What follows belongs to an exercise in optimizing a design on an open flow for small area, a short achievable clock period and few clock cycles; a production flow would make more cautious choices.
The RTL was checked by simulation tests, not by an equivalence proof against the original design.

==> job 8649 <==
## ce_update
module ce_update (
    input  wire         clk,
    input  wire         rst,
    input  wire         start,
    output reg          done,
    input  wire [1:0]   law,
    input  wire [1:0]   nbq,
    input  wire [15:0]  e,
    input  wire [255:0] s_in,
    input  wire [16:0]  umod,
    input  wire [15:0]  tco,
    input  wire [7:0]   tref,
    input  wire [7:0]   t,
    input  wire [7:0]   damp,
    input  wire         dith_en,
    input  wire         wd,
    input  wire         ho,
    input  wire [17:0]  ff,
    input  wire [17:0]  lr,
    input  wire [639:0] coef,
    input  wire [15:0]  kph,
    input  wire [15:0]  gout,
    input  wire [31:0]  rgout,
    input  wire [15:0]  kb,
    input  wire [16:0]  win,
    output wire [255:0] s_out,
    output reg  [31:0]  w,
    output reg  [16:0]  ul,
    output reg  [16:0]  ucmd,
    output reg  [7:0]   dh
);
==> flow/config.mk <==
export PLATFORM = sky130hd
export DESIGN_NAME = ce_update
export DESIGN_NICKNAME = ce_update
export VERILOG_FILES = /design/flow/design.v
export SDC_FILE = /design/flow/constraint.sdc
export NUM_CORES = 8
export LEC_CHECK = 0
export ABC_AREA = 1
export CAP_MARGIN = 20
export CORE_MARGIN = 2
export CORE_UTILIZATION = 30
export PLACE_DENSITY = 0.5
export SLEW_MARGIN = 20
export SYNTH_HIERARCHICAL = 1
==> flow/constraint.sdc <==
create_clock -name core_clock -period 18.0 [get_ports {clk}]
set_input_delay 3.6000 -clock core_clock [delete_from_list [all_inputs] [get_ports {clk}]]
set_output_delay 3.6000 -clock core_clock [all_outputs]
set_load 0.01 [all_outputs]
standard.sh (not shown) runs the stock make flow with config.mk's settings and CLKGATE_MAP_FILE= SYNTH_SCRIPT=/design/flow/synth_recipe.tcl, a recipe that flattens the netlist after the stock synthesis.
==> flow/flow/run.sh <==
#!/bin/bash
# The standard flow (standard.sh: unchanged synthesis, floorplan, placement,
# CTS, routing), run in two parts:
#  - up to CTS with a larger setup-repair target (SETUP_SLACK_MARGIN), so that
#    repair_timing keeps improving the paths that set the achieved period;
#  - global/detailed routing and finish with the default repair settings.
# Port buffers use the smallest buffer cell.  The SDC is not changed.
set -eo pipefail
export BUFFER_PORTS_ARGS="-buffer_cell sky130_fd_sc_hd__buf_1"
SETUP_SLACK_MARGIN=12 bash standard.sh cts > standard_to_cts.log 2>&1
bash standard.sh > standard_finish.log 2>&1
==> job 1056: changes against job 8649 <==
--- a/flow/design.v
+++ b/flow/design.v
@@ -32,22 +32,22 @@
     localparam [2:0] ST_IDLE = 3'd0,
                      ST_CORE = 3'd1,    
                      ST_BQ   = 3'd2,    
                      ST_T1   = 3'd3,    
                      ST_T1R  = 3'd4,    
                      ST_DU   = 3'd5,    
                      ST_T2   = 3'd6,    
                      ST_T3   = 3'd7;    
-    localparam [2:0] P_ACC = 3'd0, P_RND = 3'd1, P_R23 = 3'd2, P_R22 = 3'd3,
+    localparam [2:0] P_ACC = 3'd0, P_RND = 3'd1, P_R23 = 3'd2, P_R31 = 3'd3,
                      P_ZERO = 3'd4, P_BASE = 3'd5;
     localparam [2:0] A_COEF = 3'd0, A_WBYP = 3'd1, A_WREG = 3'd2, A_R28 = 3'd3,
                      A_KPH = 3'd4, A_RGOUT = 3'd5, A_DW = 3'd6;
     localparam [3:0] B_X = 4'd0, B_S = 4'd1, B_V = 4'd2, B_Y = 4'd3, B_WREG = 4'd4,
-                     B_DU = 4'd5, B_GOUT = 4'd6, B_E = 4'd7, B_KB = 4'd8;
+                     B_DU = 4'd5, B_GOUT = 4'd6, B_KB = 4'd7;
     reg  [2:0]  st;
     reg  [2:0]  k;
     reg  [1:0]  sec;
     reg  [1:0]  law_r, nbq_r;
     reg  [32:0] opa, opa2;
     reg  [16:0] b_one, b_two, b_neg;
     reg         b_one17;
     reg  [66:0] acc;
@@ -71,17 +71,17 @@
     reg  [66:0] pre;
     wire [66:0] mac_s, mac_c;
     wire [66:0] mac = mac_s + mac_c;
     always @(*) begin
         case (psel_r)
             P_ACC:   pre = acc;
             P_RND:   pre = 67'd1 << 27;
             P_R23:   pre = 67'd1 << 23;
-            P_R22:   pre = 67'd1 << 22;
+            P_R31:   pre = 67'd1 << 31;
             P_BASE:  pre = {{20{v_r[31]}}, v_r, 15'd0};    
             default: pre = 67'd0;
         endcase
     end
     wire m_1 = (b_one[0] & opa[0]) ^ b_neg[0];
     wire m_2 = ((b_one[0] & opa[1]) | (b_two[0] & opa[0])) ^ b_neg[0];
     wire m_3 = ((b_one[0] & opa[2]) | (b_two[0] & opa[1])) ^ b_neg[0];
     wire m_4 = ((b_one[0] & opa[3]) | (b_two[0] & opa[2])) ^ b_neg[0];
@@ -1952,65 +1952,60 @@
     always @(posedge clk)
         sadd_r <= sw[{sec, k[1]}];
     wire [32:0] ysum_w = {r28[31], r28} + {sadd_r[31], sadd_r};
     wire [31:0] ysum = (ysum_w[32] != ysum_w[31]) ? (ysum_w[32] ? 32'h80000000 : 32'h7fffffff)
                                                   : ysum_w[31:0];
     reg  signed [19:0] k_r;               
     reg  [16:0] lo_r, hi_r;
     wire signed [24:0] uu = $signed(acc[47:24]) + k_r;
-    wire signed [25:0] d1 = $signed({9'd0, lo_r}) - uu;
-    wire signed [25:0] d2 = $signed({9'd0, hi_r}) - uu;
-    wire        below = ~d1[25];            
-    wire        above = d2[25];             
+    wire        below = uu < $signed({8'd0, lo_r});
+    wire        above = uu > $signed({8'd0, hi_r});
+    wire [16:0] lim = below ? lo_r : hi_r;
+    wire signed [24:0] dlim = $signed({8'd0, lim}) - uu;
     wire [16:0] ul_n = below ? lo_r : above ? hi_r : uu[16:0];
-    wire [24:0] du = below ? d1[24:0] : above ? d2[24:0] : 25'd0;
-    reg  signed [8:0] dmp_r;              
-    always @(posedge clk)
-        dmp_r <= wd ? $signed({1'b0, damp}) : -$signed({1'b0, damp});
-    wire signed [18:0] ud = $signed({2'b00, ul_n}) + dmp_r;
+    wire [24:0] du = (below | above) ? dlim : 25'd0;
+    wire signed [18:0] ud = $signed({2'b00, ul_n}) + (wd ? $signed({11'd0, damp}) : -$signed({11'd0, damp}));
     wire [16:0] ucmd_n = !dith_en ? ul_n : ud[18] ? 17'd0 : ud[17] ? 17'h1ffff : ud[16:0];
-    wire signed [9:0] dq = acc[32:23];
+    wire signed [9:0] dq = acc[41:32];
     wire [7:0] dh_n = !ho ? 8'd0 : (dq > 10'sd102) ? 8'd102 : (dq < -10'sd102) ? 8'h9a : dq[7:0];
     wire        h_sat = ~(&acc[66:46] | ~|acc[66:46]);
     wire [31:0] hist = h_sat ? (acc[66] ? 32'h80000000 : 32'h7fffffff) : acc[46:15];
     wire [2:0]  hword = (law_r == 2'd0) ? 3'd2 : law2 ? {nbq_r, 1'b0} : 3'd3;
     generate
         for (gi = 0; gi < 8; gi = gi + 1) begin : g_sout
             assign s_out[32*gi +: 32] = (hword == gi) ? hist : s_r[gi];
         end
     endgenerate
     wire [9:0]  dt = {{2{t[7]}}, t} - {{2{tref[7]}}, tref};
     reg  [9:0]  dt_r;
-    reg  [15:0] tco_r;
     reg  [2:0]  mcnt;
     reg  [16:0] phi;                  
-    reg  [9:0]  plow;                 
+    reg  [1:0]  plow;                 
     wire [10:0] dtx = {dt_r, 1'b0};
     wire [2:0]  dg = dtx[2*mcnt +: 3];
     wire        d_one = dg[1] ^ dg[0];
     wire        d_two = (dg[2] & ~dg[1] & ~dg[0]) | (~dg[2] & dg[1] & dg[0]);
-    wire [17:0] d_mag = d_two ? {tco_r[15], tco_r, 1'b0} : d_one ? {{2{tco_r[15]}}, tco_r} : 18'd0;
+    wire [17:0] d_mag = d_two ? {tco[15], tco, 1'b0} : d_one ? {{2{tco[15]}}, tco} : 18'd0;
     wire [18:0] d_term = {d_mag[17] ^ dg[2], d_mag ^ {18{dg[2]}}};
     wire [18:0] d_acc = (mcnt == 3'd0) ? 19'd0 : {{2{phi[16]}}, phi};
     wire [18:0] d_um = (mcnt == 3'd4) ? {2'b00, umod} : 19'd0;
     wire [18:0] d_sum = d_acc + d_term + d_um + {18'd0, dg[2]};
-    wire [18:0] mt_raw = {phi, plow[9:8]};
+    wire [18:0] mt_raw = {phi, plow};
     wire [16:0] mt = mt_raw[18] ? 17'd0 : mt_raw[17] ? 17'h1ffff : mt_raw[16:0];
     wire [17:0] mlo = {1'b0, mt} - {1'b0, win};
     wire [17:0] mhi = {1'b0, mt} + {1'b0, win};
     always @(posedge clk) begin
         if (st == ST_IDLE) begin
             dt_r  <= dt;
-            tco_r <= tco;
             mcnt  <= 3'd0;
         end else if (mcnt != 3'd5) begin
             mcnt <= mcnt + 3'd1;
             phi  <= d_sum[18:2];
-            plow <= {d_sum[1:0], plow[9:2]};
+            plow <= d_sum[1:0];
         end
         k_r  <= $signed({3'd0, mt}) + $signed({{2{ff[17]}}, ff}) + $signed({{2{lr[17]}}, lr});
         lo_r <= mlo[17] ? 17'd0 : mlo[16:0];
         hi_r <= mhi[17] ? 17'h1ffff : mhi[16:0];
     end
     reg  [2:0]  asel;
     reg  [3:0]  bsel;
     reg  [4:0]  cidx;
@@ -2063,24 +2058,24 @@
             end
             ST_T1: begin
                 if (!law2 && r28_sat) begin
                     asel = A_R28;
                     bsel = B_GOUT;
                     psel = P_R23;
                 end else begin
                     asel = A_KPH;
-                    bsel = B_E;
-                    psel = P_R22;
+                    bsel = B_X;
+                    psel = P_R31;
                 end
             end
             ST_T1R: begin
                 asel = A_KPH;
-                bsel = B_E;
-                psel = P_R22;
+                bsel = B_X;
+                psel = P_R31;
             end
             ST_DU: begin
                 asel = A_RGOUT;
                 bsel = B_DU;
                 psel = P_ZERO;
             end
             ST_T2: begin
                 asel = A_DW;
@@ -2108,18 +2103,17 @@
     always @(*) begin
         case (bsel)
             B_X:     b_n = {x[31], x};
             B_S:     b_n = {sw[k][31], sw[k]};
             B_V:     b_n = {v_sel[31], v_sel};
             B_Y:     b_n = {ysum[31], ysum};
             B_WREG:  b_n = {w[31], w};
             B_DU:    b_n = {{8{du[24]}}, du};
-            B_GOUT:  b_n = {17'd0, gout};
-            default: b_n = {{17{e[15]}}, e};
+            default: b_n = {17'd0, gout};
         endcase
     end
     wire [36:0] bx = (bsel == B_KB) ? {2'b00, kb, 2'b00, kb, 1'b0}
                                     : {{3{b_n[32]}}, b_n, 1'b0};
     integer j;
     always @(posedge clk) begin
         psel_r <= psel;
         acc  <= mac;
==> flow/flow/run.sh (replaced) <==
#!/bin/bash
# The standard flow (standard.sh: unchanged synthesis, floorplan, placement,
# CTS, routing) with a larger setup-repair target (SETUP_SLACK_MARGIN), so that
# repair_timing keeps improving the paths that set the achieved period.
# Port buffers use the smallest buffer cell.  The SDC is not changed.
set -eo pipefail
export BUFFER_PORTS_ARGS="-buffer_cell sky130_fd_sc_hd__buf_1"
SETUP_SLACK_MARGIN=11 bash standard.sh > standard.log 2>&1
==> flow/config.mk (replaced) <==
export PLATFORM = sky130hd
export DESIGN_NAME = ce_update
export DESIGN_NICKNAME = ce_update
export VERILOG_FILES = /design/flow/design.v
export SDC_FILE = /design/flow/constraint.sdc
export NUM_CORES = 8
export LEC_CHECK = 0
export ABC_AREA = 1
export CAP_MARGIN = 35
export CORE_MARGIN = 2
export CORE_UTILIZATION = 30
export PLACE_DENSITY = 0.5
export SLEW_MARGIN = 20
export SYNTH_HIERARCHICAL = 1
==> job 1034: changes against job 8649 <==
==> flow/flow/run.sh (replaced) <==
#!/bin/bash
# The standard flow (standard.sh: unchanged synthesis, floorplan, placement,
# CTS, routing), run in two parts:
#  - up to CTS with a larger setup-repair target (SETUP_SLACK_MARGIN), so that
#    repair_timing keeps improving the paths that set the achieved period;
#  - global/detailed routing and finish with the default repair settings.
# Port buffers use the smallest buffer cell.  The SDC is not changed.
set -eo pipefail
export BUFFER_PORTS_ARGS="-buffer_cell sky130_fd_sc_hd__buf_1"
SETUP_SLACK_MARGIN=11 bash standard.sh cts > standard_to_cts.log 2>&1
bash standard.sh > standard_finish.log 2>&1
==> summary of the runs <==
In job 8649 the via count is larger than in job 1034, by about 4%.
Global-route usage, highest first: job 8649, job 1056, job 1034.
Against job 8649, the setup slack of job 1034 is lower by 0.56 ns.
The highest clock skew belongs to job 8649, the lowest to job 1034.
In die area, job 1034 and job 1056 hardly differ.
Clock-buffer cell count: job 1034 is lower than job 1056 (11).
In job 8649 the utilization is higher than in job 1034, by 3.6 points.
==> figures <==
| quantity | job 1056 | job 1034 | job 8649 |
|---|---|---|---|
| GR Layer Usage met2 | 57.5% | 59.9% | 62.7% |
| Run status | timing/DRC/antenna clean | timing/DRC/antenna clean | timing/DRC/antenna clean |
| Max-slew headroom at the worst pin | 20.0% | 11.2% | 14.1% |
| Total routing resource utilization after global routing | 42.2% | 41.3% | 43.4% |
| Highest clock frequency the design can meet | 142 MHz | 136 MHz | 147 MHz |
| Largest net degree at the start of global routing | 68 | 66 | 65 |
| CP max stage cell | buf_1 | xor2_1 | o22ai_1 |
| Share of cell area taken by flip-flops and latches | 17.7% | 18.8% | 17.2% |
| Clock buffers | 120 | 109 | 105 |
| Top cell type's share of synthesized area | 15.5% | 15.5% | 15.5% |
| Placement-stage worst setup slack | 9.80 ns | 9.99 ns | 9.76 ns |
| Vias per cell | 5.77 | 5.75 | 5.85 |
| Vertical die dimension | 515 um | 515 um | 515 um |
Testbench counts of job 8649, summed over its fixed seeds: cycles 29,468.
Testbench counts of job 1056, summed over its fixed seeds: cycles 29,468.
Testbench counts of job 1034, summed over its fixed seeds: cycles 29,468.

re-timing with driven ports:
The flow's constraints put no driver on any port. The routed layouts listed below were extracted and timed again, unchanged, in two steps. Step 1 (the two cells are an assumption about what drives the block):
set clk [get_ports {clk}]
set_driving_cell -lib_cell sky130_fd_sc_hd__clkbuf_16 $clk
set_driving_cell -lib_cell sky130_fd_sc_hd__buf_2 [delete_from_list [all_inputs] $clk]
Step 2, shift: input delay + t, output delay - t, t = (earliest + latest rising clock arrival at the registers) / 2. This alone moves slack from input paths to output paths. a / b / c = no drivers / after step 1 / after step 2; a / b = the first two.
run	t (ns)	slack for setup (ns)	hold slack, ns	worst setup path after step 2
job 8649	0.860	11.217 / 11.217 / 10.850	0.443 / 0.443 / 0.443	input to register
job 1056	0.851	10.946 / 10.841 / 10.404	0.490 / 0.490 / 0.490	input to register
job 1034	0.860	10.657 / 10.657 / 10.543	0.448 / 0.448 / 0.448	input to register
After both steps setup and hold are still met in every run listed. For job 1056, which loses most, drivers alone change the setup slack by -0.105 ns; drivers and shift together by -0.542 ns.
